This is an optimization exercise on Yosys and OpenROAD, whose aim is small area and a short achievable clock period, not a production implementation. Function was checked by simulation only, so behaviour that the tests miss may differ from the original. Power is estimated from default activity; no workload was simulated.

File: flow/flow/run.sh
#!/bin/bash
# Standard layout (the standard.sh), with two changes made through the
# environment ORFS reads:
#  - plain buf_1 cells as the port buffers (buffer_ports otherwise picks a slow
#    delay buffer); every input and output port still gets one;
#  - timing repair aimed at a 16.5 ns setup margin on the design's clock,
#    i.e. the resizer works until paths fit in 22 - 16.5 ns. The SDC, the
#    clock period and all constraints are unchanged.
# All tool output goes to standard.log here and to ORFS's own logs under orfs/.
set -euo pipefail
export BUFFER_PORTS_ARGS="-buffer_cell sky130_fd_sc_hd__buf_1"
export SETUP_SLACK_MARGIN=16.5
bash standard.sh > standard.log 2>&1
File: flow/standard.sh
#!/bin/bash
# synth_recipe.tcl (not shown) runs the flow's synth.tcl, then flattens the netlist and writes it again
# the make line also repeats each setting of config.mk as NAME=value (left out here)
make -C /OpenROAD-flow-scripts/flow DESIGN_CONFIG=/design/flow/config.mk WORK_HOME=/design/flow/orfs CLKGATE_MAP_FILE= SYNTH_SCRIPT=/design/flow/synth_recipe.tcl "${@:-finish}"
File: flow/config.mk
export PLATFORM = sky130hd
export DESIGN_NAME = dram_addr_map
export DESIGN_NICKNAME = dram_addr_map
export VERILOG_FILES = /design/flow/design.v
export SDC_FILE = /design/flow/constraint.sdc
export NUM_CORES = 4
export LEC_CHECK = 0
export ABC_AREA = 1
export CAP_MARGIN = 20
export CORE_MARGIN = 2
export CORE_UTILIZATION = 40
export CTS_CLUSTER_DIAMETER = 100
export CTS_CLUSTER_SIZE = 27
export SLEW_MARGIN = 20
File: flow/constraint.sdc
create_clock -name core_clock -period 22.0 [get_ports {clk}]
set_input_delay 4.4000 -clock core_clock [delete_from_list [all_inputs] [get_ports {clk}]]
set_output_delay 4.4000 -clock core_clock [all_outputs]
set_load 0.01 [all_outputs]
File: flow/design.v
module dram_addr_map (
    input  wire        clk,
    input  wire        rst,             
    input  wire [1:0]  cfg_bays,        
    input  wire [1:0]  cfg_first_quad,  
    input  wire [15:0] cfg_chan_mask,   
    input  wire [9:0]  cfg_cap_gib,     
    input  wire [2:0]  cfg_log2_nr,     
    input  wire        in_valid,
    input  wire [42:0] in_pa,
    output reg         out_valid,
    output reg  [3:0]  out_bay,
    output reg  [15:0] out_set,
    output reg  [20:0] out_tag,
    output reg         out_edge,
    output reg  [1:0]  out_slot,
    output reg  [3:0]  out_chan,
    output reg  [32:0] out_line,
    output reg         out_sub,
    output reg  [10:0] out_col,
    output reg  [2:0]  out_bg,
    output reg  [1:0]  out_bank,
    output reg  [3:0]  out_rank,
    output reg  [19:0] out_row
);
    function [2:0] add3(input [2:0] a, input [2:0] b);
        begin
            add3[0] = (a[0] & b[0]) | (a[1] & b[2]) | (a[2] & b[1]);
            add3[1] = (a[0] & b[1]) | (a[1] & b[0]) | (a[2] & b[2]);
            add3[2] = (a[0] & b[2]) | (a[1] & b[1]) | (a[2] & b[0]);
        end
    endfunction
    function ge10(input [9:0] a, input [9:0] b);
        reg [15:0] g, e;
        integer i, l;
        begin
            for (i = 0; i < 16; i = i + 1) begin
                g[i] = (i < 10) ? (a[i] & ~b[i]) : 1'b0;
                e[i] = (i < 10) ? ~(a[i] ^ b[i]) : 1'b1;
            end
            for (l = 1; l < 16; l = l * 2)
                for (i = 0; i < 16; i = i + 2 * l) begin
                    g[i] = g[i + l] | (e[i + l] & g[i]);
                    e[i] = e[i + l] & e[i];
                end
            ge10 = g[0] | e[0];
        end
    endfunction
    function [15:0] t_logic(input [6:0] x);
        reg [3:0] i;
        reg [1:0] p, f;
        reg       sb;
        reg [6:0] ms2;
        begin
            i[0] = (x == 7'd2) | (x == 7'd3) | (x == 7'd6) | (x == 7'd7) | (x == 7'd10) | (x == 7'd11) | (x == 7'd14) | (x == 7'd15) | (x == 7'd18) | (x == 7'd19) | (x == 7'd22) | (x == 7'd23) | (x == 7'd34) | (x == 7'd35) | (x == 7'd38) | (x == 7'd39) | (x == 7'd42) | (x == 7'd43) | (x == 7'd46) | (x == 7'd47) | (x == 7'd50) | (x == 7'd51) | (x == 7'd54) | (x == 7'd55) | (x == 7'd72) | (x == 7'd73) | (x == 7'd74) | (x == 7'd75) | (x == 7'd76) | (x == 7'd77) | (x == 7'd78) | (x == 7'd79) | (x == 7'd104) | (x == 7'd105) | (x == 7'd106) | (x == 7'd107) | (x == 7'd108) | (x == 7'd109) | (x == 7'd110) | (x == 7'd111);
            i[1] = (x == 7'd4) | (x == 7'd5) | (x == 7'd6) | (x == 7'd7) | (x == 7'd12) | (x == 7'd13) | (x == 7'd14) | (x == 7'd15) | (x == 7'd20) | (x == 7'd21) | (x == 7'd22) | (x == 7'd23) | (x == 7'd40) | (x == 7'd41) | (x == 7'd42) | (x == 7'd43) | (x == 7'd44) | (x == 7'd45) | (x == 7'd46) | (x == 7'd47) | (x == 7'd80) | (x == 7'd81) | (x == 7'd82) | (x == 7'd83) | (x == 7'd84) | (x == 7'd85) | (x == 7'd86) | (x == 7'd87) | (x == 7'd112) | (x == 7'd113) | (x == 7'd114) | (x == 7'd115) | (x == 7'd116) | (x == 7'd117) | (x == 7'd118) | (x == 7'd119);
            i[2] = (x == 7'd8) | (x == 7'd9) | (x == 7'd10) | (x == 7'd11) | (x == 7'd12) | (x == 7'd13) | (x == 7'd14) | (x == 7'd15) | (x == 7'd48) | (x == 7'd49) | (x == 7'd50) | (x == 7'd51) | (x == 7'd52) | (x == 7'd53) | (x == 7'd54) | (x == 7'd55);
            i[3] = (x == 7'd16) | (x == 7'd17) | (x == 7'd18) | (x == 7'd19) | (x == 7'd20) | (x == 7'd21) | (x == 7'd22) | (x == 7'd23);
            p[0] = (x == 7'd6) | (x == 7'd7) | (x == 7'd8) | (x == 7'd9) | (x == 7'd10) | (x == 7'd11) | (x == 7'd18) | (x == 7'd19) | (x == 7'd20) | (x == 7'd21) | (x == 7'd22) | (x == 7'd23) | (x == 7'd42) | (x == 7'd43) | (x == 7'd46) | (x == 7'd47) | (x == 7'd48) | (x == 7'd49) | (x == 7'd50) | (x == 7'd51) | (x == 7'd52) | (x == 7'd53) | (x == 7'd54) | (x == 7'd55);
            p[1] = (x == 7'd12) | (x == 7'd13) | (x == 7'd14) | (x == 7'd15) | (x == 7'd16) | (x == 7'd17) | (x == 7'd18) | (x == 7'd19) | (x == 7'd20) | (x == 7'd21) | (x == 7'd22) | (x == 7'd23);
            sb = (x == 7'd1) | (x == 7'd3) | (x == 7'd5) | (x == 7'd7) | (x == 7'd33) | (x == 7'd35) | (x == 7'd37) | (x == 7'd39) | (x == 7'd65) | (x == 7'd67) | (x == 7'd69) | (x == 7'd71) | (x == 7'd97) | (x == 7'd99) | (x == 7'd101) | (x == 7'd103);
            f[0] = (x == 7'd2) | (x == 7'd3) | (x == 7'd8) | (x == 7'd11) | (x == 7'd14) | (x == 7'd15) | (x == 7'd20) | (x == 7'd21) | (x == 7'd33) | (x == 7'd34) | (x == 7'd37) | (x == 7'd38) | (x == 7'd48) | (x == 7'd49) | (x == 7'd52) | (x == 7'd53) | (x == 7'd72) | (x == 7'd74) | (x == 7'd76) | (x == 7'd78) | (x == 7'd81) | (x == 7'd83) | (x == 7'd85) | (x == 7'd87) | (x == 7'd104) | (x == 7'd106) | (x == 7'd108) | (x == 7'd110) | (x == 7'd113) | (x == 7'd115) | (x == 7'd117) | (x == 7'd119);
            f[1] = (x == 7'd4) | (x == 7'd5) | (x == 7'd7) | (x == 7'd10) | (x == 7'd16) | (x == 7'd17) | (x == 7'd22) | (x == 7'd23) | (x == 7'd35) | (x == 7'd39) | (x == 7'd40) | (x == 7'd44) | (x == 7'd50) | (x == 7'd51) | (x == 7'd54) | (x == 7'd55) | (x == 7'd65) | (x == 7'd67) | (x == 7'd69) | (x == 7'd71) | (x == 7'd80) | (x == 7'd82) | (x == 7'd84) | (x == 7'd86) | (x == 7'd97) | (x == 7'd99) | (x == 7'd101) | (x == 7'd103) | (x == 7'd112) | (x == 7'd114) | (x == 7'd116) | (x == 7'd118);
            ms2[0] = (x == 7'd2) | (x == 7'd3) | (x == 7'd10) | (x == 7'd11) | (x == 7'd12) | (x == 7'd15) | (x == 7'd17) | (x == 7'd19) | (x == 7'd20) | (x == 7'd23);
            ms2[1] = (x == 7'd1) | (x == 7'd3) | (x == 7'd4) | (x == 7'd12) | (x == 7'd18) | (x == 7'd19) | (x == 7'd20) | (x == 7'd33) | (x == 7'd34) | (x == 7'd37) | (x == 7'd38) | (x == 7'd40) | (x == 7'd42) | (x == 7'd44) | (x == 7'd46) | (x == 7'd48) | (x == 7'd51) | (x == 7'd52) | (x == 7'd55);
            ms2[2] = (x == 7'd1) | (x == 7'd3) | (x == 7'd12) | (x == 7'd18) | (x == 7'd19) | (x == 7'd20) | (x == 7'd33) | (x == 7'd37) | (x == 7'd42) | (x == 7'd46) | (x == 7'd48) | (x == 7'd52);
            ms2[3] = (x == 7'd1) | (x == 7'd3) | (x == 7'd12) | (x == 7'd18) | (x == 7'd19) | (x == 7'd20) | (x == 7'd33) | (x == 7'd37) | (x == 7'd42) | (x == 7'd46) | (x == 7'd48) | (x == 7'd52);
            ms2[4] = (x == 7'd1) | (x == 7'd3) | (x == 7'd12) | (x == 7'd18) | (x == 7'd19) | (x == 7'd20) | (x == 7'd33) | (x == 7'd37) | (x == 7'd42) | (x == 7'd46) | (x == 7'd48) | (x == 7'd52);
            ms2[5] = (x == 7'd1) | (x == 7'd3) | (x == 7'd12) | (x == 7'd18) | (x == 7'd19) | (x == 7'd20) | (x == 7'd33) | (x == 7'd37) | (x == 7'd42) | (x == 7'd46) | (x == 7'd48) | (x == 7'd52);
            ms2[6] = (x == 7'd1) | (x == 7'd3) | (x == 7'd12) | (x == 7'd18) | (x == 7'd19) | (x == 7'd20) | (x == 7'd33) | (x == 7'd37) | (x == 7'd42) | (x == 7'd46) | (x == 7'd48) | (x == 7'd52);
            t_logic = {i, p, sb, f, ms2};
        end
    endfunction
    function [1:0] carry5(input [4:0] pl, input [15:0] tl);
        reg [7:0] g, e;
        integer   i, l;
        begin
            for (i = 0; i < 8; i = i + 1) begin
                g[i] = (i < 5) ? (pl[i] & tl[i]) : 1'b0;
                e[i] = (i < 5) ? (pl[i] ^ tl[i]) : 1'b1;
            end
            for (l = 1; l < 8; l = l * 2)
                for (i = 0; i < 8; i = i + 2 * l) begin
                    g[i] = g[i + l] | (e[i + l] & g[i]);
                    e[i] = e[i + l] & e[i];
                end
            carry5 = {g[0] & ~tl[6], ~g[0] & tl[6]};
        end
    endfunction
    reg        v0;
    reg [36:0] pp0;
    reg [1:0]  q0;
    reg        hi0;
    reg        c_lm0, c_lm1, c_lm2;    
    reg [1:0]  c_fq;
    reg [9:0]  c_cap;
    reg [2:0]  c_lg;
    reg [4:1]  c_nh;     
    wire [3:0] fmask = cfg_chan_mask[4*cfg_first_quad +: 4];
    always @(posedge clk) begin
        if (rst) v0 <= 1'b0;
        else     v0 <= in_valid;
        pp0    <= cfg_bays[1] ? in_pa[42:6] :
                  (cfg_bays[0] ? {1'b0, in_pa[42:7]} : {2'b00, in_pa[42:8]});
        q0     <= in_pa[7:6] ^ in_pa[15:14] ^ in_pa[23:22] ^ in_pa[31:30] ^ in_pa[39:38];
        hi0    <= |in_pa[42:32];
        c_lm0  <= (cfg_bays == 2'd0);
        c_lm1  <= (cfg_bays == 2'd1);
        c_lm2  <= cfg_bays[1];           
        c_fq   <= cfg_first_quad;
        c_cap  <= cfg_cap_gib;
        c_lg   <= cfg_log2_nr;
        c_nh[1] <= (fmask == 4'd1) | (fmask == 4'd2) | (fmask == 4'd4) | (fmask == 4'd8);
        c_nh[2] <= (fmask == 4'd3) | (fmask == 4'd5) | (fmask == 4'd6) | (fmask == 4'd9) |
                   (fmask == 4'd10) | (fmask == 4'd12);
        c_nh[3] <= (fmask == 4'd7) | (fmask == 4'd11) | (fmask == 4'd13) | (fmask == 4'd14);
        c_nh[4] <= (fmask == 4'd15);
    end
    wire lm0 = c_lm0;                  
    wire lm1 = c_lm1;                  
    wire lm2 = c_lm2;                  
    wire [1:0] c_bays = {lm2, lm1};    
    wire [37:0] pp = {1'b0, pp0};
    wire [1:0]  q  = q0;
    wire        hi = hi0;
    wire [1:0]  r  = lm2 ? pp[1:0] : lm1 ? {1'b0, pp[0]} : 2'b00;
    reg [2:0]  pf [0:18];    
    reg [2:0]  rem;
    reg [1:0]  dg;
    reg [37:0] dq;           
    integer k, l;
    always @(*) begin
        for (k = 0; k < 19; k = k + 1) begin
            dg = pp[2*(18-k) +: 2];
            pf[k] = {dg == 2'd2, dg == 2'd1, dg == 2'd0 || dg == 2'd3};
        end
        for (l = 1; l < 32; l = l * 2)
            for (k = 2*l - 1; k < 19; k = k + 2*l)
                pf[k] = add3(pf[k], pf[k - l]);
        for (l = 8; l >= 1; l = l / 2)
            for (k = 3*l - 1; k < 19; k = k + 2*l)
                pf[k] = add3(pf[k], pf[k - l]);
        for (k = 0; k < 19; k = k + 1) begin
            rem = (k == 18) ? 3'b001 : pf[17-k];
            dg  = pp[2*k +: 2];
            dq[2*k+1] = rem[2] | (rem[1] & dg[1]);
            dq[2*k]   = (rem[0] & dg[1] & dg[0]) | (rem[1] & ~dg[1]) | (rem[2] & (dg[1] | dg[0]));
        end
    end
    wire [2:0] t_p1 = add3({pf[17][1], pf[17][2], pf[17][0]}, {1'b0, pp[1], ~pp[1]});
    wire [2:0] th = lm2 ? pf[17] : lm1 ? t_p1 : pf[18];
    wire [1:0] t  = {th[2], th[1]};
    wire [35:0] st = {dq[35:2], lm2 ? pp[1] : dq[1], (lm1 | lm2) ? pp[0] : dq[0]};
    wire [15:0] tl = t_logic({c_bays, t, q, hi});
    wire [3:0]  i_idx = tl[15:12];
    wire [1:0]  p     = tl[11:10];
    wire        sb    = tl[9];
    wire [1:0]  f     = tl[8:7];
    wire [6:0]  ms2   = tl[6:0];
    reg [36:5] v;
    reg [36:22] vz;                    
    integer    bi;
    always @(*) begin
        v = pp[36:5];
        for (bi = 22; bi < 37; bi = bi + 1) begin
            vz[bi] = ~|(pp[36:22] & ~({15{1'b1}} << (bi - 22)) &
                        ({15{1'b1}} << (lm2 ? 2 : lm1 ? 1 : 0)));
            if (bi >= 24 || (bi == 23 && ~lm2) || (bi == 22 && lm0))
                v[bi] = pp[bi] ^ (hi & vz[bi]);
        end
    end
    reg        v1;
    reg [3:0]  b1_i;
    reg [1:0]  b1_p;
    reg [3:0]  b1_mask;
    reg        b1_hk0, b1_hk1, b1_hk2;    
    reg        b1_sb;
    reg [1:0]  b1_f;
    reg [4:0]  b1_pl;
    reg [6:0]  b1_ms2;
    reg [35:0] b1_st;
    reg [36:5] b1_v;
    always @(posedge clk) begin
        if (rst) v1 <= 1'b0;
        else     v1 <= v0;
        b1_i    <= i_idx;
        b1_p    <= p;
        b1_mask <= cfg_chan_mask[4*(c_fq + p) +: 4];    
        b1_hk0  <= hi & lm0;
        b1_hk1  <= hi & lm1;
        b1_hk2  <= hi & lm2;
        b1_sb   <= sb;
        b1_f    <= f;
        b1_pl   <= pp[4:0];
        b1_ms2  <= ms2;
        b1_st   <= st;
        b1_v    <= v;
    end
    wire [3:0] bay  = 4'd3 * {2'b00, c_fq} + b1_i;
    wire [1:0] quad = c_fq + b1_p;
    wire [3:0] mask = b1_mask;
    wire [1:0] b1_r = lm2 ? b1_st[1:0] : lm1 ? {1'b0, b1_st[0]} : 2'b00;
    wire [3:0] h  = (lm2 ? {b1_f, 2'b00} : lm1 ? {1'b0, b1_f, 1'b0} : {2'b00, b1_f}) | {2'b00, b1_r};
    reg  [1:0] hd, hm;
    always @(*) begin
        hd = (h >= 4'd9) ? 2'd3 : (h >= 4'd6) ? 2'd2 : (h >= 4'd3) ? 2'd1 : 2'd0;
        hm = h - 4'd3 * {2'b00, hd};
    end
    reg [33:0] es;
    reg [33:0] ga, pa_, aa, yy;
    integer    ei, el;
    always @(*) begin
        for (ei = 0; ei < 34; ei = ei + 1) begin
            if (ei == 0) begin
                aa[ei] = b1_st[0] | ~lm0;
                yy[ei] = lm0 & ~b1_hk0;
            end else if (ei == 1) begin
                aa[ei] = b1_st[1] | lm2;
                yy[ei] = lm0 | (lm1 & ~b1_hk1);
            end else begin
                aa[ei] = b1_st[ei];
                yy[ei] = ~((ei % 2 == 0) ? ((b1_hk0 & ei <= 20) | (b1_hk2 & ei <= 22))
                                         : (b1_hk1 & ei <= 21));
            end
            ga[ei]  = aa[ei] & yy[ei];
            pa_[ei] = aa[ei] ^ yy[ei];
        end
        ga[0] = ga[0] | (pa_[0] & ~b1_sb);
        for (el = 1; el < 34; el = el * 2)
            for (ei = 33; ei >= 0; ei = ei - 1)
                if ((ei / el) % 2 == 1) begin
                    ga[ei]  = ga[ei] | (pa_[ei] & ga[(ei / el) * el - 1]);
                    pa_[ei] = pa_[ei] & pa_[(ei / el) * el - 1];
                end
        es[0] = lm0 ? (aa[0] ^ yy[0] ^ ~b1_sb) : hd[0];
        es[1] = lm2 ? hd[1] : (aa[1] ^ yy[1] ^ ga[0]);
        for (ei = 2; ei < 34; ei = ei + 1)
            es[ei] = aa[ei] ^ yy[ei] ^ ga[ei - 1];
    end
    wire [1:0]  cc = carry5(b1_pl, {9'd0, b1_ms2});
    wire        cp = cc[1];
    wire        cn = cc[0];
    reg  [36:5] z_hi;
    reg  [36:5] v_ones, v_zeros;       
    integer     zi;
    always @(*) begin
        v_ones[5]  = 1'b1;
        v_zeros[5] = 1'b1;
        for (zi = 6; zi < 37; zi = zi + 1) begin
            v_ones[zi]  = v_ones[zi-1] & b1_v[zi-1];
            v_zeros[zi] = v_zeros[zi-1] & ~b1_v[zi-1];
        end
        for (zi = 5; zi < 37; zi = zi + 1)
            z_hi[zi] = b1_v[zi] ^ (cp & v_ones[zi]) ^ (cn & v_zeros[zi]);
    end
    wire [36:0] z = {z_hi, b1_pl + b1_ms2[4:0]};
    wire        n2 = c_nh[2];
    wire        n3 = c_nh[3];
    wire        n4 = c_nh[4];
    wire        n1 = ~n2 & ~n3 & ~n4;
    wire [33:0] x34 = ({34{n3}} & es[33:0]) | ({34{n4}} & z[35:2]) |
                      ({34{n2}} & z[34:1]) | ({34{n1}} & z[33:0]);
    wire [32:0] x = {x34[32:2], in_edge ? z[1:0] : x34[1:0]};
    wire        in_edge = ge10(x34[33:24], c_cap);
    wire [1:0]  zmod = n3 ? hm : n4 ? z[1:0] : n2 ? {1'b0, z[0]} : 2'd0;
    wire [5:0] em = {zmod, mask};
    wire [1:0] cpos_z, cpos_0;
    assign cpos_z[0] = (em == 6'd2) | (em == 6'd6) | (em == 6'd8) | (em == 6'd10) | (em == 6'd14) | (em == 6'd19) | (em == 6'd23) | (em == 6'd25) | (em == 6'd26) | (em == 6'd27) | (em == 6'd28) | (em == 6'd31) | (em == 6'd43) | (em == 6'd45) | (em == 6'd46) | (em == 6'd63);
    assign cpos_z[1] = (em == 6'd4) | (em == 6'd8) | (em == 6'd12) | (em == 6'd21) | (em == 6'd22) | (em == 6'd25) | (em == 6'd26) | (em == 6'd28) | (em == 6'd29) | (em == 6'd30) | (em == 6'd39) | (em == 6'd43) | (em == 6'd45) | (em == 6'd46) | (em == 6'd47) | (em == 6'd63);
    assign cpos_0[0] = (mask == 4'd2) | (mask == 4'd6) | (mask == 4'd8) | (mask == 4'd10) | (mask == 4'd14);
    assign cpos_0[1] = (mask == 4'd4) | (mask == 4'd8) | (mask == 4'd12);
    wire [1:0] cpos = in_edge ? cpos_0 : cpos_z;
    wire [19:0] xh   = x[32:13];
    wire [19:0] row  = xh >> c_lg;
    wire [19:0] rank = xh & ~(20'hFFFFF << c_lg);
    always @(posedge clk) begin
        if (rst) out_valid <= 1'b0;
        else     out_valid <= v1;
        out_bay  <= bay;
        out_set  <= b1_st[15:0];
        out_tag  <= {1'b0, b1_st[35:16]};
        out_edge <= in_edge;
        out_slot <= in_edge ? z[1:0] : x34[1:0];
        out_chan <= {quad, cpos};
        out_line <= x;
        out_sub  <= x[0];
        out_col  <= {x[10:6], x[2:1], 4'b0000};
        out_bg   <= x[5:3] ^ row[2:0];
        out_bank <= x[12:11] ^ row[4:3];
        out_rank <= rank[3:0];
        out_row  <= row;
    end
endmodule
==> Flow_metrics.wiki, run 1 <==
{| class="wikitable"
! Metric !! Value
|-
| Clock Root Buffer || clkbuf_16
|-
| Met1 layer wirelength in the final routing || 19.7 mm
|-
| Die Area || 38900 sq um
|-
| Clock skew || 20.5 ps
|-
| Count of buffering cells on the critical path with inverters included || 1
|-
| Part of the total power dissipated in sequential elements || 39.7%
|-
| Area of the core || 36700 sq um
|-
| Commonest register cell after synthesis || dfxtp_1
|-
| Final GP Congestion || 0.897
|-
| Core Rows || 70
|-
| Type of the tightest min-delay check || flip-flop to flip-flop
|-
| Post-synth EDFFs || 0
|-
| Pre-Repair DR Iteration Count || 7
|-
| Worst Path Arrival || 1060 ps
|-
| Share of post-route cells with drive strength above 1 || 7.06%
|-
| DIE WIDTH || 197 um
|-
| Slowest CP cell || dfxtp_1
|-
| Required time reported for the critical path endpoint || 17600 ps
|-
| Crit path setup slack, layout || 16540 ps
|-
| Peak VDD IR || 0.0479 mV
|-
| Fill count || 3714
|-
| Hold violation count in the final report || 0
|-
| Synth Instances || 2100
|-
| Result of the run || finished clean
|-
| Number of inserted diodes || 0
|-
| First-pass GRT wire length || 64.8 mm
|-
| Routed wl met2 || 18.5 mm
|-
| Relative contribution of combinational cells to total power || 42.7%
|-
| Worst-case clock buffer depth || 3
|-
| TritonCTS clock tree || yes
|-
| I/O pin total || 202
|-
| DRC viols || 0
|-
| Total power divided by cell area || 104 nW/um^2
|-
| CP Cell Sequence || buf_1
|-
| Max FO, Critical Path || 3
|-
| Setup violation total in the final timing report || 0
|-
| Sequential-to-total area share from yosys stat || 35.1%
|-
| Setup crit start kind || flip-flop
|-
| Max capacitance violation total || 0
|-
| Sort of element at the end of the critical path || primary output
|-
| Least-Margin Pin Slew || 896 ps
|-
| Synthesized flop and latch total || 262
|-
| Antenna-violating nets left || 0
|-
| Number of pins with negative max-slew slack in the final report || 0
|-
| Clk pin slew, worst setup/hold paths || 100 ps
|-
| Total global routing overflow || 0
|-
| Growth of design area from synthesis to finish || 12.9%
|-
| Clock latency on the worst-skew pair || 510 ps
|-
| Startpoint-to-endpoint class of the critical path || flip-flop to primary output
|-
| Routed WL per cell || 15.0 um
|-
| Wire length on met3 || 2.19 mm
|-
| Clock buffers created by TritonCTS || 14
|-
| All-Layer GR Usage || 20.5%
|-
| Longest individual stage delay on the worst path || 390 ps
|-
| Vias in the first global route || 12800
|-
| Initial core utilization || 40.7%
|-
| Routed vias/inst || 5.07
|-
| Share of synthesized registers carrying an async set or reset || 0%
|-
| Final period utilization || 24.8%
|-
| # port buffers || 190
|-
| Post-Layout Cell Count || 2749
|-
| Mean Syn Cell Area || 7.11 sq um
|-
| Count of yosys warnings during synthesis || 2
|-
| Post-Place Cells || 2710
|-
| Gate family responsible for the most delay along the worst path || flip-flops
|-
| Via Count || 13900
|-
| Leakage power || 7.85 nW
|-
| Worst-case headroom to the max-slew limit || 40.2%
|-
| Cell area after synthesis || 14900 sq um
|-
| Number of sinks handled by clock tree synthesis || 262
|-
| Number of antenna violations at the first check in global routing || 0
|-
| FMAX || 183 MHz
|-
| Largest net degree at the start of global routing || 35
|-
| Final routed wirelength across all metal layers || 41.3 mm
|-
| Min Tclk post-route || 5460 ps
|-
| Unrepaired setup endpoints after global routing || yes
|-
| Count of nets after finishing || 2466
|-
| Worst slack at placement || 15600 ps
|-
| Die extent in y || 197 um
|-
| Switching power total || 736 uW
|-
| Cell internal pwr || 1.01 mW
|-
| Share of total power in the clock network || 17.6%
|-
| Number of DRC violations after detailed-routing iteration 0 || 838
|-
| HPWL after detailed placement || 32.6 mm
|-
| Switching share of total power || 42.2%
|-
| # H-tree levels || 1
|-
| Top routing layer used || met4
|-
| Final sum of negative setup slack || 0 ps
|-
| Distinct cells, synth || 62
|}
power by group through the flow:
stage	registers (mW)	logic (mW)	clock network, mW
global placement	0.702	0.689	0
finish	0.693	0.746	0.308
global route	0.706	0.842	0.335
CTS	0.691	0.709	0.319
detailed placement	0.703	0.703	0
floorplan	0.702	0.479	0
area by class of cell:
cell class                 count  area (sq um)  area share [%]
timing repair inverter         1          7.51          0.0445
inverter                     323          1220            7.24
timing repair buffer         211           872            5.17
sequential                   262          5260            31.2
multi-input combinational   1463          8450            50.1
tap                          468           586            3.47
clock inverter                 4          66.3           0.393
clock buffer                  17           403            2.39
cell usage in the layout, fill, tap and decap left out, types with 4 or more instances in the layout:
cell type and instances:
fa_1 8, dfxtp_1 250, dfxtp_2 11, nand2_2 14
nand3_4 9, nor2_1 137, a21o_1 4, inv_1 306
o21ai_1 11, nand3_1 163, nand4_1 43, o21ai_2 7
ha_1 98, a21oi_1 57, nor2_2 16, or2_2 7
conb_1 5, o221ai_1 20, a31oi_1 5, clkbuf_16 15
nor3_1 23, nor4_1 6, o21ai_0 104, o22ai_1 17
xnor2_1 11, xor2_1 41, mux2i_1 4, inv_2 10
nand3_2 8, buf_1 189, o2111ai_1 4, clkinv_1 4
o211ai_1 20, a22oi_1 31, nor2_4 6, nand2_1 537
buf_4 21
synthesized netlist by cell type (all sizes together) (4+ instances only):
cell     instances  area (sq um)
fa              11           220
or2              8          50.1
nor3            27           151
o2111ai          5          43.8
inv            319          1200
xor2            41           359
xnor2           11          96.3
o221ai          20           175
a31oi            5          31.3
dfxtp          262          5250
clkinv           4          15.0
o211ai          22           175
nand3          180           966
ha             100          1250
nor2           159           653
o21ai          122           633
nand4           43           269
o22ai           17           106
a21oi           62           314
a22oi           31           233
buf             25           181
nand2          553          2100
clkbuf          32           120
mux2i            4          40.0
a21o             4          30.0
nor4             8          56.3
per-stage QoR:
stage               hold WS [ps]  power, mW  utilization [%]  instance area, sq um
floorplan                    310       1.18                -                 15000
global placement             313       1.39             43.6                 16000
detailed placement           313       1.41             43.6                 16000
CTS                          337       1.72             45.0                 16500
global route                 343       1.88             46.0                 16900
finish                       334       1.75             46.0                 16900
sequential cells by signal (all words and copies together) (netlist names), 4 cells and up:
signal,flops
out_chan,4
b1_v,31
b1_i,4
out_set,16
out_rank,4
b1_pl,5
b1_st,36
out_line,33
out_row,20
out_bay,4
pp0,37
b1_mask,4
out_tag,20
c_cap,10
cells by family (layout without fill, tap and decap cells):
kind of cell	after synthesis	after routing	synth area share [%]
muxes	4	4	0.268
buffers and inverters	380	556	10.2
adders and majority gates	111	111	9.85
other	1	5	0.0251
xor gates and xnor gates	52	52	3.05
AOI/OAI and AO/OA	310	310	13.0
and+or+nand+nor	980	981	28.5
DFF	262	262	35.1
metal layers:
layer / GRT usage [%] / vias up
met5: 0 / -
met4: 5.49 / 0
met3: 2.34 / 52
met2: 33.8 / 381
met1: 28.3 / 6344
li1: - / 7160
final timing paths:
| check | start | end | slack, ps | cells after the start |
|---|---|---|---|---|
| hold reg to reg | b1_st[35]$_DFF_P_ | out_tag[19]$_DFF_P_ | 330 | 0 |
| setup / recovery | out_line[1]$_DFF_P_ | out_slot[1] | 16540 | 1 |
| setup reg to reg | b1_pl[0]$_DFF_P_ | out_chan[0]$_DFF_P_ | 16880 | 33 |
| hold / removal | b1_st[35]$_DFF_P_ | out_tag[19]$_DFF_P_ | 330 | 0 |
what timing repair did:
action	in CTS	in global routing
setup endpoints to repair	40	36
buffers inserted	0	16
resized for setup	12	59
pin swaps	1	30
hold buffers	0	0
gates cloned	1	1
endpoints found under the hold margin	0	0
==> run 2, diff against run 1 <==
--- a/flow/design.v
+++ b/flow/design.v
@@ -241,17 +241,14 @@
     wire        cp = cc[1];
     wire        cn = cc[0];
     reg  [36:5] z_hi;
-    reg  [36:5] v_ones, v_zeros;       
+    reg  [37:5] zc;                    
     integer     zi;
     always @(*) begin
-        v_ones[5]  = 1'b1;
-        v_zeros[5] = 1'b1;
-        for (zi = 6; zi < 37; zi = zi + 1) begin
-            v_ones[zi]  = v_ones[zi-1] & b1_v[zi-1];
-            v_zeros[zi] = v_zeros[zi-1] & ~b1_v[zi-1];
-        end
-        for (zi = 5; zi < 37; zi = zi + 1)
-            z_hi[zi] = b1_v[zi] ^ (cp & v_ones[zi]) ^ (cn & v_zeros[zi]);
+        zc[5] = cp | cn;
+        for (zi = 5; zi < 37; zi = zi + 1) begin
+            zc[zi+1] = zc[zi] & (b1_v[zi] ^ cn);
+            z_hi[zi] = b1_v[zi] ^ zc[zi];
+        end
     end
     wire [36:0] z = {z_hi, b1_pl + b1_ms2[4:0]};
     wire        n2 = c_nh[2];
@@ -260,7 +257,7 @@
     wire        n1 = ~n2 & ~n3 & ~n4;
     wire [33:0] x34 = ({34{n3}} & es[33:0]) | ({34{n4}} & z[35:2]) |
                       ({34{n2}} & z[34:1]) | ({34{n1}} & z[33:0]);
-    wire [32:0] x = {x34[32:2], in_edge ? z[1:0] : x34[1:0]};
+    wire [32:0] x = x34[32:0];
     wire        in_edge = ge10(x34[33:24], c_cap);
     wire [1:0]  zmod = n3 ? hm : n4 ? z[1:0] : n2 ? {1'b0, z[0]} : 2'd0;
     wire [5:0] em = {zmod, mask};
@@ -280,7 +277,7 @@
         out_set  <= b1_st[15:0];
         out_tag  <= {1'b0, b1_st[35:16]};
         out_edge <= in_edge;
-        out_slot <= in_edge ? z[1:0] : x34[1:0];
+        out_slot <= z[1:0];
         out_chan <= {quad, cpos};
         out_line <= x;
         out_sub  <= x[0];
==> run 2 against run 1 <==
Synthesized area grew 2.9%. Hold slack improved by 6.0 ps. Global-route usage increased by 1.1 points. Clock power increased by 7.5%. Sequential cell count rose by 2. First-iteration DRC count is 19% higher. Register-to-register slack got worse by 150 ps. Combinational power is 7.6% higher. Sequential power shrank 1%. Clock-buffer cell count unchanged.
==> Flow_metrics.wiki, run 2 <==
{| class="wikitable"
! Metric !! Value
|-
| Largest Register || pp0 (unchanged)
|-
| Switching share of total power || 43.3% (was 42.2%)
|-
| Largest registers in the final layout || pp0 (37), b1_st (36), out_line (33) (unchanged)
|-
| Synthesized flop and latch total || 264 (was 262)
|-
| Cell internal pwr || 1.03 mW (was 1.01 mW)
|-
| Setup crit start kind || flip-flop (unchanged)
|-
| Routed WL per cell || 15.5 um (was 15.0 um)
|-
| Final routed wirelength across all metal layers || 44.5 mm (was 41.3 mm)
|-
| Share of synthesized registers carrying an async set or reset || 0% (unchanged)
|-
| Count of buffering cells on the critical path with inverters included || 1 (unchanged)
|-
| Post-Place Cells || 2818 (was 2710)
|-
| Result of the run || finished clean (unchanged)
|-
| Final period utilization || 24.7% (was 24.8%)
|-
| Clock skew || 20.6 ps (was 20.5 ps)
|-
| Sequential-to-total area share from yosys stat || 34.4% (was 35.1%)
|-
| FMAX || 184 MHz (was 183 MHz)
|-
| Commonest register cell after synthesis || dfxtp_1 (unchanged)
|-
| Distinct cells, synth || 59 (was 62)
|-
| TritonCTS clock tree || yes (unchanged)
|-
| Post-synth top area share || 34.4% (was 35.1%)
|-
| Longest individual stage delay on the worst path || 360 ps (was 390 ps)
|-
| Sort of element at the end of the critical path || primary output (unchanged)
|-
| All-Layer GR Usage || 21.5% (was 20.5%)
|-
| CTS Hold Buffers Added || 0 (unchanged)
|-
| Number of flip-flops under the largest register name || 37 (unchanged)
|-
| Min Tclk post-route || 5440 ps (was 5460 ps)
|-
| # port buffers || 190 (unchanged)
|-
| Worst-case clock buffer depth || 3 (unchanged)
|-
| Die extent in y || 200 um (was 197 um)
|-
| Share of post-route cells with drive strength above 1 || 6.71% (was 7.06%)
|-
| Clock Root Buffer || clkbuf_16 (unchanged)
|-
| Final sum of negative setup slack || 0 ps (unchanged)
|-
| Crit path setup slack, layout || 16560 ps (was 16540 ps)
|-
| Count of nets after finishing || 2537 (was 2466)
|-
| Most frequent cell after synthesis || nand2_1 (unchanged)
|-
| Routed vias/inst || 5.17 (was 5.07)
|-
| Pre-Repair DR Iteration Count || 5 (was 7)
|-
| Placed standard-cell area || 16400 sq um (was 16000 sq um)
|-
| Share of total power in the clock network || 18.2% (was 17.6%)
|-
| Post-Layout Cell Count || 2867 (was 2749)
|-
| Number of DRC violations after detailed-routing iteration 0 || 996 (was 838)
|-
| Switching power total || 788 uW (was 736 uW)
|-
| Core Rows || 71 (was 70)
|-
| Commonest cells after routing, fill and taps aside || 645 x nand2_1, 267 x inv_1, 263 x dfxtp_1 (was 537 x nand2_1, 306 x inv_1, 250 x dfxtp_1)
|-
| Slowest CP cell || dfxtp_1 (unchanged)
|-
| First-pass GRT wire length || 68.9 mm (was 64.8 mm)
|-
| Via Count || 14800 (was 13900)
|-
| Die Area || 40000 sq um (was 38900 sq um)
|-
| Gate family responsible for the most delay along the worst path || flip-flops (unchanged)
|-
| Worst Path Arrival || 1040 ps (was 1060 ps)
|-
| Type of the tightest min-delay check || flip-flop to flip-flop (unchanged)
|-
| Clk pin slew, worst setup/hold paths || 100 ps (about the same)
|-
| Count of yosys warnings during synthesis || 2 (unchanged)
|-
| Overall power after layout || 1.82 mW (was 1.75 mW)
|-
| Antenna-violating nets left || 0 (unchanged)
|-
| Largest net degree at the start of global routing || 38 (was 35)
|-
| Cell type contributing the most total cell area after synthesis || dfxtp_1 (unchanged)
|-
| Peak VDD IR || 0.0460 mV (was 0.0479 mV)
|-
| Number of sinks handled by clock tree synthesis || 264 (was 262)
|-
| Total global routing overflow || 0 (unchanged)
|-
| Part of the total power dissipated in sequential elements || 37.7% (was 39.7%)
|-
| Worst-case headroom to the max-slew limit || 38.0% (was 40.2%)
|-
| Mean Syn Cell Area || 7.08 sq um (was 7.11 sq um)
|-
| CP Cell Sequence || buf_1 (unchanged)
|-
| Max FO, Critical Path || 1 (was 3)
|-
| # H-tree levels || 1 (unchanged)
|-
| Register-to-register path setup slack || 16730 ps (was 16880 ps)
|-
| Most common cell after layout, fill and taps aside || nand2_1 (unchanged)
|-
| Required time reported for the critical path endpoint || 17600 ps (about the same)
|-
| Number of antenna violations at the first check in global routing || 3 (was 0)
|-
| Clock buffers created by TritonCTS || 15 (was 14)
|-
| Setup violation total in the final timing report || 0 (unchanged)
|-
| Synth top cells by count || 648 x nand2_1, 270 x inv_1, 264 x dfxtp_1 (was 544 x nand2_1, 308 x inv_1, 262 x dfxtp_1)
|-
| Growth of design area from synthesis to finish || 12.8% (was 12.9%)
|-
| Hold violation count in the final report || 0 (unchanged)
|-
| Post-synth EDFFs || 0 (unchanged)
|-
| Max capacitance violation total || 0 (unchanged)
|-
| HPWL after detailed placement || 33.8 mm (was 32.6 mm)
|-
| Leakage power || 8.17 nW (was 7.85 nW)
|-
| Initial core utilization || 40.7% (about the same)
|-
| Cell area after synthesis || 15400 sq um (was 14900 sq um)
|-
| Area of the core || 37800 sq um (was 36700 sq um)
|-
| Worst slack at placement || 15540 ps (was 15600 ps)
|-
| Unrepaired setup endpoints after global routing || yes (unchanged)
|-
| Least-Margin Pin Slew || 922 ps (was 896 ps)
|-
| Relative contribution of combinational cells to total power || 44.1% (was 42.7%)
|-
| DRC viols || 0 (unchanged)
|-
| Clock latency on the worst-skew pair || 510 ps (about the same)
|-
| Number of pins with negative max-slew slack in the final report || 0 (unchanged)
|-
| Final instance area || 17300 sq um (was 16900 sq um)
|-
| Startpoint-to-endpoint class of the critical path || flip-flop to primary output (unchanged)
|-
| DIE WIDTH || 200 um (was 197 um)
|-
| Synth Instances || 2172 (was 2100)
|-
| Vias in the first global route || 13800 (was 12800)
|-
| Final GP Congestion || 0.930 (was 0.897)
|-
| Total power divided by cell area || 105 nW/um^2 (was 104 nW/um^2)
|-
| I/O pin total || 202 (unchanged)
|-
| Cells taking the most area after synthesis || dfxtp_1 34%, nand2_1 16%, nand3_1 8.2% (was dfxtp_1 35%, nand2_1 14%, ha_1 8.4%)
|}
## run 2: per-layer routing
metal / routed length (um) / global-route usage (%)
met2: 19900 / 35.5
met3: 2780 / 2.65
met4: 1700 / 8.97
met1: 20100 / 28.6
met5: 26 / 0
## run 2: kinds of logic after synthesis
group | after synthesis | synth area share (%)
AND/OR/NAND/NOR | 1135 | 33.3
buffers and inverters | 343 | 9.13
AO/OA/AOI/OAI | 267 | 10.7
flip-flops | 264 | 34.4
adder cells (fa/ha/maj) | 111 | 9.57
XOR/XNOR | 50 | 2.85
other | 1 | 0.0244
multiplexers | 1 | 0.0651
## run 2: power by group through the flow
stage / logic, mW / registers (mW) / clock network (mW)
finish: 0.803 / 0.686 / 0.331
global route: 0.904 / 0.701 / 0.355
CTS: 0.775 / 0.686 / 0.340
detailed placement: 0.760 / 0.697 / 0
global placement: 0.742 / 0.695 / 0
floorplan: 0.515 / 0.707 / 0
## run 2: per-stage QoR
step / utilization (%) / hold slack, ps
after CTS: 45.2 / 339
after global routing: 45.9 / 349
after detailed placement: 43.6 / 319
final: 45.9 / 340
after global placement: 43.6 / 316
after floorplan: - / 310
## run 2: path summary, 6_finish.rpt
check | start | endpoint | cells past startpoint
worst min-delay path | b1_st[35]$_DFF_P_ | out_tag[19]$_DFF_P_ | 0
worst max register to register | b1_pl[0]$_DFF_P_ | out_chan[0]$_DFF_P_ | 30
worst min register to register | b1_st[35]$_DFF_P_ | out_tag[19]$_DFF_P_ | 0
worst max-delay path | out_tag[14]$_DFF_P_ | out_tag[14] | 1
## run 2: timing repair
action                     4_1_cts  5_1_grt
buffers inserted                 5       16
cloned                           1        1
gates resized for setup         16       31
setup endpoints to repair       35        7
pin swaps                        3       19
## run 2: area by class of cell
type / instances / area (sq um)
Inverter: 276 / 1060
Antenna cell: 1 / 2.50
Tap cell: 511 / 639
Sequential cell: 264 / 5290
Clock buffer: 17 / 393
Timing Repair inverter: 2 / 16.3
Multi-Input combinational cell: 1569 / 8900
Timing Repair Buffer: 219 / 936
Fill cell: 3870 / 20400
Clock inverter: 8 / 119
==> run 3, diff against run 2 <==
--- a/flow/design.v
+++ b/flow/design.v
@@ -254,9 +254,7 @@
     wire        n2 = c_nh[2];
     wire        n3 = c_nh[3];
     wire        n4 = c_nh[4];
-    wire        n1 = ~n2 & ~n3 & ~n4;
-    wire [33:0] x34 = ({34{n3}} & es[33:0]) | ({34{n4}} & z[35:2]) |
-                      ({34{n2}} & z[34:1]) | ({34{n1}} & z[33:0]);
+    wire [33:0] x34 = n3 ? es[33:0] : n4 ? z[35:2] : n2 ? z[34:1] : z[33:0];
     wire [32:0] x = x34[32:0];
     wire        in_edge = ge10(x34[33:24], c_cap);
     wire [1:0]  zmod = n3 ? hm : n4 ? z[1:0] : n2 ? {1'b0, z[0]} : 2'd0;
==> run 3 against run 2 <==
Clock-buffer cell count stayed put. Non-clock buffer count up 1. Synthesized cell count rose by 1.7%. Clock skew increased by 3.1 ps. Die area increased by 0.42%. Critical path depth stayed put. Combinational power is essentially flat. Final cell count rose by 1.3%. Register-to-register slack better by 110 ps. Global-route usage decreased by 0.52 points. Largest cell class unchanged.
==> Flow_metrics.wiki, run 3 <==
{| class="wikitable"
! Metric !! Value
|-
| Die extent in y || 200 um (about the same)
|-
| Type of the tightest min-delay check || flip-flop to flip-flop (unchanged)
|-
| Setup violation total in the final timing report || 0 (unchanged)
|-
| Vias in the first global route || 13900 (was 13800)
|-
| Beginning of the worst register-to-register path || b1_ms2[0]$_DFF_P_ (was b1_pl[0]$_DFF_P_)
|-
| Max capacitance violation total || 0 (unchanged)
|-
| Longest individual stage delay on the worst path || 350 ps (was 360 ps)
|-
| DIE WIDTH || 200 um (about the same)
|-
| Die Area || 40200 sq um (was 40000 sq um)
|-
| Total power divided by cell area || 103 nW/um^2 (was 105 nW/um^2)
|-
| Max FO, Critical Path || 1 (unchanged)
|-
| All-Layer GR Usage || 21.0% (was 21.5%)
|-
| Antenna-violating nets left || 0 (unchanged)
|-
| Leakage power || 8.30 nW (was 8.17 nW)
|-
| Register-to-register path setup slack || 16840 ps (was 16730 ps)
|-
| Count of yosys warnings during synthesis || 2 (unchanged)
|-
| Clock latency on the worst-skew pair || 510 ps (about the same)
|-
| Unrepaired setup endpoints after global routing || no (was yes)
|-
| Count of buffering cells on the critical path with inverters included || 1 (unchanged)
|-
| # H-tree levels || 1 (unchanged)
|-
| Distinct cells, synth || 54 (was 59)
|-
| Synth top cells by count || 649 x nand2_1, 292 x inv_1, 271 x nand3_1 (was 648 x nand2_1, 270 x inv_1, 264 x dfxtp_1)
|-
| Total global routing overflow || 0 (unchanged)
|-
| Post-Place Cells || 2855 (was 2818)
|-
| Slowest CP cell || dfxtp_1 (unchanged)
|-
| HPWL after detailed placement || 33.4 mm (was 33.8 mm)
|-
| Number of sinks handled by clock tree synthesis || 264 (unchanged)
|-
| Number of antenna violations at the first check in global routing || 0 (was 3)
|-
| Post-synth top area share || 34.2% (was 34.4%)
|-
| TritonCTS clock tree || yes (unchanged)
|-
| Via Count || 14900 (was 14800)
|-
| Reg-to-reg endpoint || out_chan[1]$_DFF_P_ (was out_chan[0]$_DFF_P_)
|-
| Cells taking the most area after synthesis || dfxtp_1 34%, nand2_1 16%, nand3_1 8.8% (was dfxtp_1 34%, nand2_1 16%, nand3_1 8.2%)
|-
| Cell area after synthesis || 15400 sq um (about the same)
|-
| CTS Hold Buffers Added || 0 (unchanged)
|-
| Final routed wirelength across all metal layers || 44.3 mm (was 44.5 mm)
|-
| Share of post-route cells with drive strength above 1 || 6.10% (was 6.71%)
|-
| Crit path capture || out_line[4] (was out_tag[14])
|-
| Final period utilization || 24.6% (was 24.7%)
|-
| Mean Syn Cell Area || 6.99 sq um (was 7.08 sq um)
|-
| # port buffers || 190 (unchanged)
|-
| Clock buffers created by TritonCTS || 15 (unchanged)
|-
| Routed vias/inst || 5.12 (was 5.17)
|-
| Core Rows || 71 (unchanged)
|-
| Commonest cells after routing, fill and taps aside || 641 x nand2_1, 290 x inv_1, 269 x nand3_1 (was 645 x nand2_1, 267 x inv_1, 263 x dfxtp_1)
|-
| Most frequent cell after synthesis || nand2_1 (unchanged)
|-
| Initial core utilization || 40.8% (was 40.7%)
|-
| Final design utilization || 46.0% (was 45.9%)
|-
| Final sum of negative setup slack || 0 ps (unchanged)
|-
| Largest registers in the final layout || pp0 (37), b1_st (36), out_line (33) (unchanged)
|-
| Startpoint-to-endpoint class of the critical path || flip-flop to primary output (unchanged)
|-
| Gate family responsible for the most delay along the worst path || flip-flops (unchanged)
|-
| Pre-Repair DR Iteration Count || 6 (was 5)
|-
| Number of flip-flops under the largest register name || 37 (unchanged)
|-
| Final instance area || 17400 sq um (was 17300 sq um)
|-
| Peak VDD IR || 0.0552 mV (was 0.0460 mV)
|-
| Clock Root Buffer || clkbuf_16 (unchanged)
|-
| Worst slack on hold paths || 338 ps (was 340 ps)
|-
| R2R depth || 34 (was 30)
|-
| Total stage count of the critical path || 1 (unchanged)
|-
| Sequential-to-total area share from yosys stat || 34.2% (was 34.4%)
|-
| Share of synthesized registers carrying an async set or reset || 0% (unchanged)
|-
| I/O pin total || 202 (unchanged)
|-
| Largest Register || pp0 (unchanged)
|-
| Count of nets after finishing || 2577 (was 2537)
|-
| Sort of element at the end of the critical path || primary output (unchanged)
|-
| FMAX || 185 MHz (was 184 MHz)
|-
| Synthesized flop and latch total || 264 (unchanged)
|-
| Final GP Congestion || 0.861 (was 0.930)
|-
| Routed WL per cell || 15.3 um (was 15.5 um)
|-
| Cell type contributing the most total cell area after synthesis || dfxtp_1 (unchanged)
|-
| Worst Path Arrival || 1010 ps (was 1040 ps)
|-
| Synth Instances || 2210 (was 2172)
|-
| Worst-case clock buffer depth || 3 (unchanged)
|-
| Least-Margin Pin Slew || 956 ps (was 922 ps)
|-
| Launching instance or port of the critical path || out_line[4]$_DFF_P_ (was out_tag[14]$_DFF_P_)
|-
| Result of the run || finished clean (unchanged)
|-
| Required time reported for the critical path endpoint || 17600 ps (about the same)
|-
| Post-Layout Cell Count || 2905 (was 2867)
|-
| DRC viols || 0 (unchanged)
|-
| Growth of design area from synthesis to finish || 12.8% (about the same)
|-
| Most common cell after layout, fill and taps aside || nand2_1 (unchanged)
|-
| Largest net degree at the start of global routing || 38 (unchanged)
|-
| Worst-case headroom to the max-slew limit || 36.2% (was 38.0%)
|-
| Number of DRC violations after detailed-routing iteration 0 || 1192 (was 996)
|-
| Clock skew || 23.7 ps (was 20.6 ps)
|-
| Min Tclk post-route || 5410 ps (was 5440 ps)
|-
| Setup crit start kind || flip-flop (unchanged)
|-
| Commonest register cell after synthesis || dfxtp_1 (unchanged)
|-
| Clk pin slew, worst setup/hold paths || 100 ps (about the same)
|-
| First-pass GRT wire length || 69.8 mm (was 68.9 mm)
|-
| Area of the core || 37800 sq um (about the same)
|-
| Number of pins with negative max-slew slack in the final report || 0 (unchanged)
|-
| Hold violation count in the final report || 0 (unchanged)
|-
| Worst hold stages || 0 (unchanged)
|-
| CP Cell Sequence || buf_1 (unchanged)
|-
| Post-synth EDFFs || 0 (unchanged)
|-
| Placed standard-cell area || 16500 sq um (was 16400 sq um)
|}
[run 3: cell families (layout without fill, tap and decap cells)]
| logic type | count (synthesis) | after routing | share of synthesized area [%] |
|---|---|---|---|
| adders and majority gates | 111 | 111 | 9.53 |
| xor gates and xnor gates | 53 | 53 | 3.01 |
| DFF | 264 | 264 | 34.2 |
| and+or+nand+nor | 1127 | 1127 | 32.3 |
| other | 1 | 6 | 0.0243 |
| buffers and inverters | 367 | 546 | 9.51 |
| AOI/OAI and AO/OA | 287 | 287 | 11.4 |
[run 3: worst min path at each step]
| stage | start | end | slack (ps) |
|---|---|---|---|
| after floorplan | b1_st[34]$_DFF_P_ | out_tag[18]$_DFF_P_ | 310 |
| after global placement | b1_st[34]$_DFF_P_ | out_tag[18]$_DFF_P_ | 320 |
| after detailed placement | b1_st[34]$_DFF_P_ | out_tag[18]$_DFF_P_ | 320 |
| after CTS | b1_st[34]$_DFF_P_ | out_tag[18]$_DFF_P_ | 340 |
| after global routing | b1_st[35]$_DFF_P_ | out_tag[19]$_DFF_P_ | 350 |
| final | b1_st[34]$_DFF_P_ | out_tag[18]$_DFF_P_ | 340 |
[run 3: power breakdown]
part | internal, mW | total (mW) | switching (mW)
sequential | 0.607 | 0.685 | 0.0777
clock | 0.135 | 0.307 | 0.172
combinational | 0.269 | 0.805 | 0.536
[run 3: metal layers]
layer / GRT usage, % / routed length [um]
met4: 5.74 / 1030
met2: 34.9 / 20100
met5: 0 / 0
met3: 2.29 / 2500
met1: 28.9 / 20700
[run 3: layout make-up]
class / instances / area (sq um)
inverter: 299 / 1140
fill: 3880 / 20400
timing repair buffer: 220 / 938
tap: 511 / 639
clock buffer: 17 / 393
antenna: 1 / 2.50
multi-input combinational: 1583 / 8910
sequential: 264 / 5290
timing repair inverter: 4 / 33.8
clock inverter: 6 / 66.3
[run 3: what timing repair did]
item                                   in CTS  in global routing
gates cloned                                1                  3
setup buffers                               0                 22
pin swaps                                   0                 20
setup endpoints to repair                  34                 12
endpoints found under the hold margin       0                  0
resized for setup                           7                 48
[run 3: through the flow]
step / setup slack (ps) / power (mW)
after floorplan: 16550 / 1.23
after global placement: 15480 / 1.45
after detailed placement: 15430 / 1.46
after CTS: 16480 / 1.77
after global routing: 16490 / 1.94
final: 16590 / 1.80
==> run 4, diff against run 3 <==
--- a/flow/design.v
+++ b/flow/design.v
@@ -71,22 +71,6 @@
             t_logic = {i, p, sb, f, ms2};
         end
     endfunction
-    function [1:0] carry5(input [4:0] pl, input [15:0] tl);
-        reg [7:0] g, e;
-        integer   i, l;
-        begin
-            for (i = 0; i < 8; i = i + 1) begin
-                g[i] = (i < 5) ? (pl[i] & tl[i]) : 1'b0;
-                e[i] = (i < 5) ? (pl[i] ^ tl[i]) : 1'b1;
-            end
-            for (l = 1; l < 8; l = l * 2)
-                for (i = 0; i < 8; i = i + 2 * l) begin
-                    g[i] = g[i + l] | (e[i + l] & g[i]);
-                    e[i] = e[i + l] & e[i];
-                end
-            carry5 = {g[0] & ~tl[6], ~g[0] & tl[6]};
-        end
-    endfunction
     reg        v0;
     reg [36:0] pp0;
     reg [1:0]  q0;
@@ -157,107 +141,89 @@
     wire        sb    = tl[9];
     wire [1:0]  f     = tl[8:7];
     wire [6:0]  ms2   = tl[6:0];
-    reg [36:5] v;
-    reg [36:22] vz;                    
-    integer    bi;
-    always @(*) begin
-        v = pp[36:5];
-        for (bi = 22; bi < 37; bi = bi + 1) begin
-            vz[bi] = ~|(pp[36:22] & ~({15{1'b1}} << (bi - 22)) &
-                        ({15{1'b1}} << (lm2 ? 2 : lm1 ? 1 : 0)));
-            if (bi >= 24 || (bi == 23 && ~lm2) || (bi == 22 && lm0))
-                v[bi] = pp[bi] ^ (hi & vz[bi]);
-        end
+    wire [3:0] h  = (lm2 ? {f, 2'b00} : lm1 ? {1'b0, f, 1'b0} : {2'b00, f}) | {2'b00, r};
+    reg  [1:0] hd, hm;
+    always @(*) begin
+        hd = (h >= 4'd9) ? 2'd3 : (h >= 4'd6) ? 2'd2 : (h >= 4'd3) ? 2'd1 : 2'd0;
+        hm = h - 4'd3 * {2'b00, hd};
+    end
+    reg [33:0] es;
+    reg [33:0] ga, pa_, aa, yy, cy;
+    integer    ei, el;
+    always @(*) begin
+        for (ei = 0; ei < 34; ei = ei + 1) begin
+            if (ei == 0) begin
+                aa[ei] = st[0] | ~lm0;
+                yy[ei] = lm0 & ~hi;
+            end else if (ei == 1) begin
+                aa[ei] = st[1] | lm2;
+                yy[ei] = lm0 | (lm1 & ~hi);
+            end else begin
+                aa[ei] = st[ei];
+                yy[ei] = ~(hi & ((ei % 2 == 0) ? ((lm0 & ei <= 20) | (lm2 & ei <= 22))
+                                               : (lm1 & ei <= 21)));
+            end
+            ga[ei]  = aa[ei] & yy[ei];
+            pa_[ei] = aa[ei] ^ yy[ei];
+        end
+        for (el = 1; el < 34; el = el * 2)
+            for (ei = 33; ei >= 0; ei = ei - 1)
+                if ((ei / el) % 2 == 1) begin
+                    ga[ei]  = ga[ei] | (pa_[ei] & ga[(ei / el) * el - 1]);
+                    pa_[ei] = pa_[ei] & pa_[(ei / el) * el - 1];
+                end
+        cy[0] = ~sb;
+        for (ei = 1; ei < 34; ei = ei + 1)
+            cy[ei] = ga[ei - 1] | (pa_[ei - 1] & ~sb);
+        for (ei = 0; ei < 34; ei = ei + 1)
+            es[ei] = aa[ei] ^ yy[ei] ^ cy[ei];
+        if (~lm0) es[0] = hd[0];
+        if (lm2)  es[1] = hd[1];
     end
     reg        v1;
     reg [3:0]  b1_i;
     reg [1:0]  b1_p;
     reg [3:0]  b1_mask;
-    reg        b1_hk0, b1_hk1, b1_hk2;    
-    reg        b1_sb;
-    reg [1:0]  b1_f;
-    reg [4:0]  b1_pl;
-    reg [6:0]  b1_ms2;
+    reg [1:0]  b1_hm;
     reg [35:0] b1_st;
-    reg [36:5] b1_v;
+    reg [33:0] b1_es;
     always @(posedge clk) begin
         if (rst) v1 <= 1'b0;
         else     v1 <= v0;
         b1_i    <= i_idx;
         b1_p    <= p;
         b1_mask <= cfg_chan_mask[4*(c_fq + p) +: 4];    
-        b1_hk0  <= hi & lm0;
-        b1_hk1  <= hi & lm1;
-        b1_hk2  <= hi & lm2;
-        b1_sb   <= sb;
-        b1_f    <= f;
-        b1_pl   <= pp[4:0];
-        b1_ms2  <= ms2;
+        b1_hm   <= hm;
         b1_st   <= st;
-        b1_v    <= v;
+        b1_es   <= es;
     end
     wire [3:0] bay  = 4'd3 * {2'b00, c_fq} + b1_i;
     wire [1:0] quad = c_fq + b1_p;
     wire [3:0] mask = b1_mask;
-    wire [1:0] b1_r = lm2 ? b1_st[1:0] : lm1 ? {1'b0, b1_st[0]} : 2'b00;
-    wire [3:0] h  = (lm2 ? {b1_f, 2'b00} : lm1 ? {1'b0, b1_f, 1'b0} : {2'b00, b1_f}) | {2'b00, b1_r};
-    reg  [1:0] hd, hm;
-    always @(*) begin
-        hd = (h >= 4'd9) ? 2'd3 : (h >= 4'd6) ? 2'd2 : (h >= 4'd3) ? 2'd1 : 2'd0;
-        hm = h - 4'd3 * {2'b00, hd};
-    end
-    reg [33:0] es;
-    reg [33:0] ga, pa_, aa, yy;
-    integer    ei, el;
-    always @(*) begin
-        for (ei = 0; ei < 34; ei = ei + 1) begin
-            if (ei == 0) begin
-                aa[ei] = b1_st[0] | ~lm0;
-                yy[ei] = lm0 & ~b1_hk0;
-            end else if (ei == 1) begin
-                aa[ei] = b1_st[1] | lm2;
-                yy[ei] = lm0 | (lm1 & ~b1_hk1);
-            end else begin
-                aa[ei] = b1_st[ei];
-                yy[ei] = ~((ei % 2 == 0) ? ((b1_hk0 & ei <= 20) | (b1_hk2 & ei <= 22))
-                                         : (b1_hk1 & ei <= 21));
-            end
-            ga[ei]  = aa[ei] & yy[ei];
-            pa_[ei] = aa[ei] ^ yy[ei];
-        end
-        ga[0] = ga[0] | (pa_[0] & ~b1_sb);
-        for (el = 1; el < 34; el = el * 2)
-            for (ei = 33; ei >= 0; ei = ei - 1)
-                if ((ei / el) % 2 == 1) begin
-                    ga[ei]  = ga[ei] | (pa_[ei] & ga[(ei / el) * el - 1]);
-                    pa_[ei] = pa_[ei] & pa_[(ei / el) * el - 1];
+    reg [35:0] z;
+    reg [35:0] za, zb, zg, zp;
+    integer    zi, zl;
+    always @(*) begin
+        za = {2'b00, b1_es};
+        zb = {1'b0, b1_es, b1_hm[0] | b1_hm[1]};
+        zg = za & zb;
+        zp = za ^ zb;
+        zg[0] = zg[0] | (zp[0] & b1_hm[1]);
+        for (zl = 1; zl < 36; zl = zl * 2)
+            for (zi = 35; zi >= 0; zi = zi - 1)
+                if ((zi / zl) % 2 == 1) begin
+                    zg[zi] = zg[zi] | (zp[zi] & zg[(zi / zl) * zl - 1]);
+                    zp[zi] = zp[zi] & zp[(zi / zl) * zl - 1];
                 end
-        es[0] = lm0 ? (aa[0] ^ yy[0] ^ ~b1_sb) : hd[0];
-        es[1] = lm2 ? hd[1] : (aa[1] ^ yy[1] ^ ga[0]);
-        for (ei = 2; ei < 34; ei = ei + 1)
-            es[ei] = aa[ei] ^ yy[ei] ^ ga[ei - 1];
-    end
-    wire [1:0]  cc = carry5(b1_pl, {9'd0, b1_ms2});
-    wire        cp = cc[1];
-    wire        cn = cc[0];
-    reg  [36:5] z_hi;
-    reg  [37:5] zc;                    
-    integer     zi;
-    always @(*) begin
-        zc[5] = cp | cn;
-        for (zi = 5; zi < 37; zi = zi + 1) begin
-            zc[zi+1] = zc[zi] & (b1_v[zi] ^ cn);
-            z_hi[zi] = b1_v[zi] ^ zc[zi];
-        end
-    end
-    wire [36:0] z = {z_hi, b1_pl + b1_ms2[4:0]};
+        z = za ^ zb ^ {zg[34:0], b1_hm[1]};
+    end
     wire        n2 = c_nh[2];
     wire        n3 = c_nh[3];
     wire        n4 = c_nh[4];
-    wire [33:0] x34 = n3 ? es[33:0] : n4 ? z[35:2] : n2 ? z[34:1] : z[33:0];
+    wire [33:0] x34 = n3 ? b1_es : n4 ? z[35:2] : n2 ? z[34:1] : z[33:0];
     wire [32:0] x = x34[32:0];
     wire        in_edge = ge10(x34[33:24], c_cap);
-    wire [1:0]  zmod = n3 ? hm : n4 ? z[1:0] : n2 ? {1'b0, z[0]} : 2'd0;
+    wire [1:0]  zmod = n3 ? b1_hm : n4 ? z[1:0] : n2 ? {1'b0, z[0]} : 2'd0;
     wire [5:0] em = {zmod, mask};
     wire [1:0] cpos_z, cpos_0;
     assign cpos_z[0] = (em == 6'd2) | (em == 6'd6) | (em == 6'd8) | (em == 6'd10) | (em == 6'd14) | (em == 6'd19) | (em == 6'd23) | (em == 6'd25) | (em == 6'd26) | (em == 6'd27) | (em == 6'd28) | (em == 6'd31) | (em == 6'd43) | (em == 6'd45) | (em == 6'd46) | (em == 6'd63);
==> flow/flow/run.sh (replaced) <==
#!/bin/bash
# Standard layout, with plain buf_2 cells as the port buffers (the default
# choice is a slow delay buffer), and timing repair aimed at a 16.5 ns setup
# margin on the design's clock (the SDC is unchanged).
set -euo pipefail
export BUFFER_PORTS_ARGS="-buffer_cell sky130_fd_sc_hd__buf_2"
export SETUP_SLACK_MARGIN=16.5
bash standard.sh > standard.log 2>&1
==> run 4 against run 3 <==
Still clean. Clock power is 2% lower. Global-route usage is 1.5 points lower. Design area is 4.2% higher. Synthesized cell count is 1.6% lower. Combinational power is 100% higher. Die area is 0.29% higher. Register-to-register slack worse by 100 ps. First-iteration DRC count is 18% lower. Clock-buffer cell count is 1 lower. Via count is 3.6% lower. Setup slack worse by 14 ps. Routed wire length is 6.9% lower. Critical endpoint is now out_line[23]. Largest cell class unchanged. Highest routed layer unchanged.
==> Flow_metrics.wiki, run 4 <==
{| class="wikitable"
! Metric !! Value
|-
| Core Rows || 72 (was 71)
|-
| Number of inserted diodes || 0 (was 1)
|-
| Slowest CP cell || dfxtp_1 (unchanged)
|-
| Least-Margin Pin Slew || 857 ps (was 956 ps)
|-
| CTS Hold Buffers Added || 0 (unchanged)
|-
| Most common cell after layout, fill and taps aside || nand2_1 (unchanged)
|-
| Sort of element at the end of the critical path || primary output (unchanged)
|-
| Top routing layer used || met4 (unchanged)
|-
| Max FO, Critical Path || 1 (unchanged)
|-
| Commonest register cell after synthesis || dfxtp_1 (unchanged)
|-
| Required time reported for the critical path endpoint || 17600 ps (about the same)
|-
| DIE WIDTH || 201 um (was 200 um)
|-
| Wire length on met3 || 2.04 mm (was 2.50 mm)
|-
| Worst slack at placement || 15600 ps (was 15430 ps)
|-
| Total global routing overflow || 0 (unchanged)
|-
| Most frequent cell after synthesis || nand2_1 (unchanged)
|-
| Mean Syn Cell Area || 7.12 sq um (was 6.99 sq um)
|-
| Overall power after layout || 2.68 mW (was 1.80 mW)
|-
| Count of yosys warnings during synthesis || 2 (unchanged)
|-
| Result of the run || finished clean (unchanged)
|-
| Clk pin slew, worst setup/hold paths || 100 ps (about the same)
|-
| Antenna-violating nets left || 0 (unchanged)
|-
| Number of sinks handled by clock tree synthesis || 255 (was 264)
|-
| Die extent in y || 201 um (was 200 um)
|-
| Distinct cells, synth || 63 (was 54)
|-
| Growth of design area from synthesis to finish || 17.2% (was 12.8%)
|-
| Largest Register || pp0 (unchanged)
|-
| HPWL after detailed placement || 31.9 mm (was 33.4 mm)
|-
| Total power divided by cell area || 148 nW/um^2 (was 103 nW/um^2)
|-
| Final period utilization || 24.7% (was 24.6%)
|-
| Commonest cells after routing, fill and taps aside || 561 x nand2_1, 286 x inv_1, 237 x dfxtp_1 (was 641 x nand2_1, 290 x inv_1, 269 x nand3_1)
|-
| First-pass GRT wire length || 65.6 mm (was 69.8 mm)
|-
| Setup violation total in the final timing report || 0 (unchanged)
|-
| Startpoint-to-endpoint class of the critical path || flip-flop to primary output (unchanged)
|-
| Synth top cells by count || 606 x nand2_1, 295 x inv_1, 255 x dfxtp_1 (was 649 x nand2_1, 292 x inv_1, 271 x nand3_1)
|-
| Routed wl met2 || 18.3 mm (was 20.1 mm)
|-
| Min Tclk post-route || 5430 ps (was 5410 ps)
|-
| Routed vias/inst || 4.97 (was 5.12)
|-
| Synth Instances || 2174 (was 2210)
|-
| Gate family responsible for the most delay along the worst path || flip-flops (unchanged)
|-
| Clock buffers created by TritonCTS || 15 (unchanged)
|-
| FMAX || 184 MHz (was 185 MHz)
|-
| DRC viols || 0 (unchanged)
|-
| # H-tree levels || 1 (unchanged)
|-
| Final sum of negative setup slack || 0 ps (unchanged)
|-
| Cell area after synthesis || 15500 sq um (was 15400 sq um)
|-
| Peak VDD IR || 0.0586 mV (was 0.0552 mV)
|-
| Die Area || 40300 sq um (was 40200 sq um)
|-
| Longest individual stage delay on the worst path || 360 ps (was 350 ps)
|-
| Type of the tightest min-delay check || flip-flop to flip-flop (unchanged)
|-
| Clock Root Buffer || clkbuf_16 (unchanged)
|-
| Count of nets after finishing || 2576 (was 2577)
|-
| Via Count || 14300 (was 14900)
|-
| Share of synthesized registers carrying an async set or reset || 0% (unchanged)
|-
| Final routed wirelength across all metal layers || 41.2 mm (was 44.3 mm)
|-
| Synthesized flop and latch total || 255 (was 264)
|-
| Fill count || 3874 (was 3880)
|-
| Unrepaired setup endpoints after global routing || yes (was no)
|-
| Sequential-to-total area share from yosys stat || 33.0% (was 34.2%)
|-
| Pre-Repair DR Iteration Count || 5 (was 6)
|-
| Area of the core || 38500 sq um (was 37800 sq um)
|-
| Worst-case headroom to the max-slew limit || 42.8% (was 36.2%)
|-
| Worst Path Arrival || 1030 ps (was 1010 ps)
|-
| TritonCTS clock tree || yes (unchanged)
|-
| Clock skew || 25.7 ps (was 23.7 ps)
|-
| Cell type contributing the most total cell area after synthesis || dfxtp_1 (unchanged)
|-
| Post-synth top area share || 33.0% (was 34.2%)
|-
| Max capacitance violation total || 0 (unchanged)
|-
| Clock latency on the worst-skew pair || 530 ps (was 510 ps)
|-
| Number of flip-flops under the largest register name || 37 (unchanged)
|-
| Hold violation count in the final report || 0 (unchanged)
|}
run 4: changes by cell type after synthesis, sizes merged, moves of 5 or more:
cell    change
o211ai     +10
dfxtp       -9
o221ai      -5
nand3b      -5
xor2       +10
nand2      -36
nor2       +21
ha         +28
nand3      -82
a21oi      +32
buf         -6
inv         +5
run 4: area by class of cell:
| cell class | count | area, sq um | share of cell area (%) |
|---|---|---|---|
| Clock buffer | 16 | 379 | 2.09 |
| Clock inverter | 8 | 101 | 0.559 |
| Inverter | 306 | 1150 | 6.36 |
| Multi-Input combinational cell | 1557 | 9530 | 52.5 |
| Sequential cell | 255 | 5130 | 28.3 |
| Tap cell | 518 | 648 | 3.57 |
| Timing Repair Buffer | 222 | 1190 | 6.56 |
| Timing Repair inverter | 1 | 7.51 | 0.0414 |
run 4: cells by family (layout without fill, tap and decap cells):
logic type,Yosys count,count (layout),synth area share [%]
AND/OR/NAND/NOR,1019,1020,28.9
buffers and inverters,367,553,9.51
AO/OA/AOI/OAI,333,333,13.4
flip-flops,255,255,33.0
adder cells (fa/ha/maj),139,139,11.8
XOR/XNOR,60,60,3.44
other,1,5,0.0242
run 4: metal layers:
layer	GRT usage, %	vias up
li1	-	7431
met2	31.7	396
met4	5.50	0
met3	2.18	55
met5	0	-
met1	27.4	6448
run 4: stage by stage:
stage                     cells  area [sq um]  utilization, %
after floorplan            2178         15500               -
after global placement     2833         16800            43.8
after detailed placement   2833         16800            43.8
after CTS                  2864         17500            45.6
final                      2883         18100            47.2
after global routing       2883         18100            47.2
run 4: what timing repair did:
item                       in CTS  in global routing
gates cloned                    1                  1
setup buffers                   6                 18
resized for setup              35                133
pin swaps                       5                 17
setup endpoints to repair      55                 25
hold endpoints to repair        0                  0
run 4: power by group:
part           total [mW]  internal [mW]  switching [mW]
logic                1.65          0.619            1.04
registers           0.724          0.637          0.0872
clock network       0.302          0.133           0.169
total                2.68           1.39            1.29
run 4: path summary, 6_finish.rpt:
kind / start / to / slack [ps] / cells after the start
max: out_line[23]$_DFF_P_ / out_line[23] / 16570 / 1
min: b1_st[30]$_DFF_P_ / out_tag[14]$_DFF_P_ / 330 / 0
max reg2reg: pp0[32]$_DFF_P_ / b1_es[33]$_DFF_P_ / 16740 / 32
min reg2reg: b1_st[30]$_DFF_P_ / out_tag[14]$_DFF_P_ / 330 / 0

Check on run 4: ideal ports give 16.573 ns setup slack; a clkbuf_16 on the clock port and buf_2 on the inputs give 16.521 ns; moving port delays by the midpoint clock arrival (0.572 ns) as well gives 16.123 ns.
